What follows belongs to an exercise in optimizing a design on an open flow for small area; a production flow would make more cautious choices. RTL that was checked went through simulation tests only; none was proved equivalent to the original. Power is estimated from default activity; no workload was simulated.

## pgn_sw_stage
module pgn_sw_stage (
    input  wire         clk,
    input  wire         rst,
    input  wire         fp_bnd,
    input  wire         fault_clear,
    input  wire [7:0]   rel_in,
    input  wire [7:0]   flt_in,
    input  wire [7:0]   trip_in,
    input  wire [7:0]   hiz_mode,
    input  wire [7:0]   cut_scope,
    input  wire [23:0]  edge_sel,
    input  wire [63:0]  trip_esc,
    input  wire [47:0]  req_we,
    input  wire [47:0]  req_lvl,
    input  wire [127:0] t_on,
    input  wire [127:0] t_off,
    input  wire [287:0] lguard,
    output wire [47:0]  sw_on,
    output wire [47:0]  sw_rel,
    output wire [47:0]  pend,
    output wire [7:0]   latched,
    output wire [63:0]  cut_run,
    output wire [7:0]   cut_now,
    output wire [23:0]  leg_conflict
);
For scale: roughly 8,000 cells after synthesis, about 1,100 flip-flops, about 71,000 um^2 of cells after synthesis.
Settings: LEC_CHECK=0, CAP_MARGIN=20, CORE_MARGIN=2, CORE_UTILIZATION=65, CTS_BUF_LIST=sky130_fd_sc_hd__clkbuf_8, CTS_CLUSTER_DIAMETER=50, CTS_CLUSTER_SIZE=16, SLEW_MARGIN=20, SYNTH_HIERARCHICAL=1, SYNTH_MINIMUM_KEEP_SIZE=0; clock period 6.0 ns.
standard.sh (not shown) runs the stock make flow with config.mk's settings and CLKGATE_MAP_FILE= SYNTH_SCRIPT=/design/flow/synth_recipe.tcl, a recipe that flattens the netlist after the stock synthesis.
==> flow/flow/run.sh <==
#!/bin/bash
# The standard layout (standard.sh), with one change: the buffer that
# every input and output port gets is the platform's smallest buffer,
# sky130_fd_sc_hd__buf_1, instead of the one buffer_ports picks by default.
# The layout's own logs are under orfs/logs; standard.sh's output goes to
# standard_flow.log.
set -euo pipefail
export BUFFER_PORTS_ARGS="-buffer_cell sky130_fd_sc_hd__buf_1"
bash standard.sh > standard_flow.log 2>&1
The baseline finished with timing, DRC and antenna clean.
==> next run, changes <==
Settings changed: CTS_BUF_LIST sky130_fd_sc_hd__clkbuf_8 to sky130_fd_sc_hd__clkbuf_16, CTS_CLUSTER_DIAMETER 50 to 80, CTS_CLUSTER_SIZE 16 to 24.
After rerunning: Die area stays the same. Area after synthesis is unchanged. Cell count shrinks by 1.5%. Combinational power stays flat. Power falls by 7.4%. Wire length shrinks by about 0.9%. Via count goes down by 1.1%. Register-to-register slack is better by 40 ps. Worst setup slack got worse by 71 ps.
No functional check of the RTL was part of any run of this note.

========
The RTL this note starts from:
==> flow/design.v <==
module pgn_cmp2 (
    input  wire [1:0] a,
    input  wire [1:0] bn,
    input  wire       c,
    output wire       y
);
    wire m = (a[0] & bn[0]) | (a[0] & c) | (bn[0] & c);
    assign y = (a[1] & bn[1]) | (a[1] & m) | (bn[1] & m);
endmodule
module pgn_cmp2s (
    input  wire [1:0] a,
    input  wire [1:0] bn,
    output wire       y
);
    wire m = a[0] | bn[0];
    assign y = (a[1] & bn[1]) | (a[1] & m) | (bn[1] & m);
endmodule
module pgn_leg_ctl (
    input  wire       driving,     
    input  wire       rel_edge,    
    input  wire       fp_bnd,
    input  wire [1:0] we,
    input  wire [1:0] lvl,
    input  wire [1:0] req,
    input  wire [1:0] on,
    input  wire       first,
    input  wire [1:0] block,
    input  wire [1:0] cut_here,
    input  wire [1:0] tge,
    input  wire [1:0] gge,
    output wire [1:0] on_n,
    output wire [1:0] req_n,
    output wire       first_n,
    output wire [1:0] block_n,
    output wire       conflict,
    output wire [1:0] edge_n
);
    wire [1:0] new_h = we & lvl & ~req;
    wire conf = new_h[0] & new_h[1] & ~on[0] & ~on[1];
    assign conflict = driving & conf;
    wire [1:0] req_u = (we & lvl) | (~we & req);
    wire [1:0] req_d = conf ? 2'b00 : req_u;
    wire first_d = (new_h[0] & new_h[1]) ? on[1] :
                   new_h[0]              ? req[1] :
                   new_h[1]              ? ~req[0] : first;
    wire [1:0] blk = (block & {2{~fp_bnd}}) | cut_here;
    wire pf0 = req_d[1] & ~on[1] &  first_d;
    wire pf1 = req_d[0] & ~on[0] & ~first_d;
    wire on_ok0 = tge[0] & ~blk[0] & ~on[1] & ~pf0 & gge[1];
    wire on_ok1 = tge[1] & ~blk[1] & ~on[0] & ~pf1 & gge[0];
    wire nx0 = on[0] ? ~(cut_here[0] | (~req_d[0] & tge[0])) : (req_d[0] & on_ok0);
    wire nx1 = on[1] ? ~(cut_here[1] | (~req_d[1] & tge[1])) : (req_d[1] & on_ok1);
    assign on_n    = {2{driving}} & {nx1, nx0};
    assign req_n   = {2{driving}} & req_d;
    assign first_n = driving & first_d;
    assign block_n = {2{driving}} & blk;
    assign edge_n  = (on_n ^ on) | {2{rel_edge}};
endmodule
module pgn_sw_stage (
    input  wire         clk,
    input  wire         rst,
    input  wire         fp_bnd,
    input  wire         fault_clear,
    input  wire [7:0]   rel_in,
    input  wire [7:0]   flt_in,
    input  wire [7:0]   trip_in,
    input  wire [7:0]   hiz_mode,
    input  wire [7:0]   cut_scope,
    input  wire [23:0]  edge_sel,
    input  wire [63:0]  trip_esc,
    input  wire [47:0]  req_we,
    input  wire [47:0]  req_lvl,
    input  wire [127:0] t_on,
    input  wire [127:0] t_off,
    input  wire [287:0] lguard,
    output wire [47:0]  sw_on,
    output wire [47:0]  sw_rel,
    output wire [47:0]  pend,
    output wire [7:0]   latched,
    output wire [63:0]  cut_run,
    output wire [7:0]   cut_now,
    output wire [23:0]  leg_conflict
);
    reg  [7:0]   released_q;
    reg  [7:0]   latch_q;
    reg  [63:0]  cut_run_q;
    reg  [7:0]   cut_seen_q;
    reg  [47:0]  on_q;        
    reg  [47:0]  req_q;       
    reg  [47:0]  block_q;     
    reg  [47:0]  sat_q;       
    reg  [767:0] cnt_q;       
    reg  [23:0]  first_q;     
    reg  [23:0]  conflict_q;
    wire [47:0]  on_d, req_d, block_d, edge_d;
    wire [23:0]  first_d, conflict_d;
    genvar g, l, c, i;
    generate
        for (g = 0; g < 8; g = g + 1) begin : g_grp
            wire [7:0] cr  = cut_run_q[8*g +: 8];
            wire [7:0] esc = trip_esc[8*g +: 8];
            wire cut_act = trip_in[g] & ~hiz_mode[g] & ~rel_in[g] & ~latch_q[g];
            wire [8:0] crc;
            wire [7:0] crs;
            assign crc[0] = 1'b1;
            for (i = 0; i < 8; i = i + 1) begin : g_cr
                assign crs[i]   = cr[i] ^ crc[i];
                assign crc[i+1] = cr[i] & crc[i];
            end
            wire [7:0] cr_inc = crs | {8{crc[8]}};
            wire [8:0] ec;
            assign ec[0] = 1'b1;
            for (i = 0; i < 8; i = i + 1) begin : g_ec
                assign ec[i+1] = (crs[i] & ~esc[i]) | ((crs[i] | ~esc[i]) & ec[i]);
            end
            wire esc_hit = (|esc) & (crc[8] | ec[8]);
            wire escalate  = fp_bnd & cut_seen_q[g] & esc_hit;
            wire clear_ok  = fault_clear & ~flt_in[g] & ~trip_in[g];
            wire set_latch = ~rel_in[g] & (flt_in[g] | (trip_in[g] & hiz_mode[g]) | escalate);
            wire latch_d   = set_latch | (latch_q[g] & ~clear_ok);
            wire rel_d     = rel_in[g] | latch_d | (released_q[g] & ~fp_bnd);
            wire driving   = ~rel_d;
            wire rel_edge  = rel_d & ~released_q[g];
            wire [7:0] cr_d = clear_ok ? 8'd0 :
                              fp_bnd   ? (cut_seen_q[g] ? cr_inc : 8'd0) : cr;
            always @(posedge clk) begin
                if (rst) begin
                    released_q[g]       <= 1'b1;
                    latch_q[g]          <= 1'b0;
                    cut_run_q[8*g +: 8] <= 8'd0;
                    cut_seen_q[g]       <= 1'b0;
                end else begin
                    released_q[g]       <= rel_d;
                    latch_q[g]          <= latch_d;
                    cut_run_q[8*g +: 8] <= cr_d;
                    cut_seen_q[g]       <= (cut_seen_q[g] & ~fp_bnd) | cut_act;
                end
            end
            wire [2:0]  es  = edge_sel[3*g +: 3];
            wire [15:0] ton = t_on[16*g +: 16];
            wire [15:0] tof = t_off[16*g +: 16];
            for (l = 0; l < 3; l = l + 1) begin : g_leg
                localparam integer L  = 3*g + l;    
                localparam integer C0 = 2*L;        
                wire [1:0]  on  = on_q[C0 +: 2];
                wire [1:0]  req = req_q[C0 +: 2];
                wire [1:0]  we  = req_we[C0 +: 2];
                wire [1:0]  lvl = req_lvl[C0 +: 2];
                wire [11:0] lg  = lguard[12*L +: 12];
                wire [15:0] thr_n = ~((on[0] | on[1]) ? ton : tof);
                wire [11:0] lg_n  = ~lg;
                wire [1:0] tge;     
                wire [1:0] gge;     
                for (c = 0; c < 2; c = c + 1) begin : g_c
                    wire [15:0] a = cnt_q[16*(C0+c) +: 16];
                    wire [8:1] rt;
                    pgn_cmp2s u_t0 (.a(a[1:0]), .bn(thr_n[1:0]), .y(rt[1]));
                    for (i = 1; i < 8; i = i + 1) begin : g_t
                        pgn_cmp2 u (.a(a[2*i +: 2]), .bn(thr_n[2*i +: 2]), .c(rt[i]), .y(rt[i+1]));
                    end
                    wire ge_t = rt[8];
                    wire min20 = (|a[15:5]) | (a[4] & (a[3] | a[2]));
                    assign tge[c] = sat_q[C0+c] | (min20 & ge_t);
                    wire [6:1] rg;
                    pgn_cmp2s u_g0 (.a(a[1:0]), .bn(lg_n[1:0]), .y(rg[1]));
                    for (i = 1; i < 6; i = i + 1) begin : g_g
                        pgn_cmp2 u (.a(a[2*i +: 2]), .bn(lg_n[2*i +: 2]), .c(rg[i]), .y(rg[i+1]));
                    end
                    assign gge[c] = sat_q[C0+c] | (|a[15:12]) | rg[6];
                end
                wire [1:0] cut_here;
                assign cut_here[0] = cut_act & (~cut_scope[g] | (es == 2*l));
                assign cut_here[1] = cut_act & (~cut_scope[g] | (es == 2*l+1));
                pgn_leg_ctl u_ctl (
                    .driving  (driving), .rel_edge (rel_edge), .fp_bnd (fp_bnd),
                    .we       (we), .lvl (lvl), .req (req), .on (on),
                    .first    (first_q[L]), .block (block_q[C0 +: 2]),
                    .cut_here (cut_here), .tge (tge), .gge (gge),
                    .on_n     (on_d[C0 +: 2]), .req_n (req_d[C0 +: 2]),
                    .first_n  (first_d[L]), .block_n (block_d[C0 +: 2]),
                    .conflict (conflict_d[L]), .edge_n (edge_d[C0 +: 2]));
            end
        end
        for (c = 0; c < 48; c = c + 1) begin : g_ch
            wire [15:0] a = cnt_q[16*c +: 16];
            wire [16:0] cc;
            wire [15:0] cnt_d;
            assign cc[0] = 1'b1;
            for (i = 0; i < 16; i = i + 1) begin : g_b
                assign cc[i+1] = cc[i] & a[i];
            end
            assign cnt_d[0] = edge_d[c] | ~a[0];
            for (i = 1; i < 16; i = i + 1) begin : g_n
                assign cnt_d[i] = ~edge_d[c] & (a[i] ^ cc[i]);
            end
            always @(posedge clk) begin
                cnt_q[16*c +: 16] <= cnt_d;
                sat_q[c] <= rst | (~edge_d[c] & (sat_q[c] | cc[16]));
            end
        end
    endgenerate
    always @(posedge clk) begin
        if (rst) begin
            on_q       <= 48'd0;
            req_q      <= 48'd0;
            block_q    <= 48'd0;
            first_q    <= 24'd0;
            conflict_q <= 24'd0;
        end else begin
            on_q       <= on_d;
            req_q      <= req_d;
            block_q    <= block_d;
            first_q    <= first_d;
            conflict_q <= conflict_d;
        end
    end
    genvar k;
    generate
        for (k = 0; k < 48; k = k + 1) begin : g_out
            assign sw_rel[k] = released_q[k / 6];
        end
    endgenerate
    assign sw_on        = on_q;
    assign pend         = req_q ^ on_q;
    assign latched      = latch_q;
    assign cut_run      = cut_run_q;
    assign cut_now      = cut_seen_q;
    assign leg_conflict = conflict_q;
endmodule
==> flow/config.mk <==
export PLATFORM = sky130hd
export DESIGN_NAME = pgn_sw_stage
export DESIGN_NICKNAME = pgn_sw_stage
export VERILOG_FILES = /design/flow/design.v
export SDC_FILE = /design/flow/constraint.sdc
export NUM_CORES = 4
export LEC_CHECK = 0
export CAP_MARGIN = 20
export CORE_MARGIN = 2
export CORE_UTILIZATION = 65
export CTS_BUF_LIST = sky130_fd_sc_hd__clkbuf_16
export CTS_CLUSTER_DIAMETER = 80
export CTS_CLUSTER_SIZE = 24
export SLEW_MARGIN = 20
export SYNTH_HIERARCHICAL = 1
export SYNTH_MINIMUM_KEEP_SIZE = 0
==> flow/constraint.sdc <==
create_clock -name core_clock -period 6.0 [get_ports {clk}]
set_input_delay 1.2000 -clock core_clock [delete_from_list [all_inputs] [get_ports {clk}]]
set_output_delay 1.2000 -clock core_clock [all_outputs]
set_load 0.01 [all_outputs]
==> flow/flow/run.sh <==
#!/bin/bash
# The standard layout (standard.sh), with two changes:
# - the buffer that every input and output port gets is the platform's
#   smallest buffer, sky130_fd_sc_hd__buf_1, instead of the one buffer_ports
#   picks by default;
# - timing-driven global placement does not keep the buffers that its
#   intermediate repair_design runs insert at an early, spread-out placement
#   (the electrical repair after placement still fixes every net).
# The layout's own logs are under orfs/logs; standard.sh's output goes to
# standard_flow.log.
set -euo pipefail
export BUFFER_PORTS_ARGS="-buffer_cell sky130_fd_sc_hd__buf_1"
export GLOBAL_PLACEMENT_ARGS="-keep_resize_below_overflow 0"
bash standard.sh > standard_flow.log 2>&1
The baseline passed the timing, DRC and antenna checks.
Edit:
- CORE_UTILIZATION: 65 -> 72
=> Clock-buffer cell count fell by 4. Synthesized area is unchanged. Setup slack degrades by 0.069 ns. Utilization rose by 7.2 points. Fmax fell by 1.2%. Sequential share of layout area rose by 0.21 points. Wire length rose by 3.4%. Non-clock buffer count fell by 13. Power fell by 1.3%. Clock skew rose by 0.010 ns. Sequential power stays flat.
Edit:
==> flow/flow/run.sh (replaced) <==
#!/bin/bash
# The standard layout (standard.sh), with one change: the buffer that
# every input and output port gets is the platform's smallest buffer,
# sky130_fd_sc_hd__buf_1, instead of the one buffer_ports picks by default.
# The layout's own logs are under orfs/logs; standard.sh's output goes to
# standard_flow.log.
set -euo pipefail
export BUFFER_PORTS_ARGS="-buffer_cell sky130_fd_sc_hd__buf_1"
bash standard.sh > standard_flow.log 2>&1
Area after synthesis is unchanged; final cell count is higher slightly; die area stays the same; routed wire length hardly moves; design area stays flat; fmax is higher by a few percent; synthesized cell count does not change; core utilization hardly moves; hold slack hardly moves; clock power is lower slightly.
Edit:
- CORE_UTILIZATION: 72 -> 65
After rerunning:
- The changed run produced a clean layout
- global-route usage is lower by 5.9 points
- die area rose by 11%
- count of clock-buffer cells in the layout climbs by 4
- utilization is lower by 7.4 points
- clock power rose by 5.2%
- critical path depth increases by 2
- non-clock buffer count rose by 9

port drivers added, routing unchanged:
Ports are ideal in the flow. The routed layouts listed here were re-timed in OpenROAD.
Step 1, drivers: a clkbuf_16 drives clk and a buf_2 each remaining input, both assumed.
Step 2 times the ports against the registers' clock, not the clock port: input delays grow and output delays shrink by t, the midpoint of the rising clock arrivals with the driver on.
a / b / c = no drivers / after step 1 / after step 2; a / b = the first two.
run | shift t [ns] | setup slack, ns | hold WS [ns] | clock arrival spread, ns | worst slew at a driven data input, ns
the first run of note 1 | 0.940 | 0.329 / 0.329 / -0.586 | 0.436 / 0.436 / 0.436 | 0.063 / 0.063 | 0.20
the second run of note 1 | 0.795 | 0.258 / 0.278 / -0.517 | 0.437 / 0.437 / 0.437 | 0.035 / 0.035 | 0.19
the first run of note 2 | 0.792 | 0.379 / 0.379 / -0.086 | 0.463 / 0.463 / 0.463 | 0.025 / 0.025 | 0.22
the second run of note 2 | 0.778 | 0.309 / 0.309 / -0.026 | 0.464 / 0.464 / 0.464 | 0.033 / 0.033 | 0.36
the third run of note 2 | 0.772 | 0.507 / 0.507 / 0.199 | 0.465 / 0.465 / 0.465 | 0.045 / 0.045 | 0.37
the fourth run of note 2 | 0.794 | 0.693 / 0.693 / 0.334 | 0.462 / 0.462 / 0.462 | 0.024 / 0.024 | 0.20
Met with ideal ports but missed after step 2: setup timing in the first run of note 1, the second run of note 1, the first run of note 2 and the second run of note 2. For the first run of note 1, which loses most, drivers alone change the setup slack by 0.000 ns; drivers and shift together by -0.915 ns.
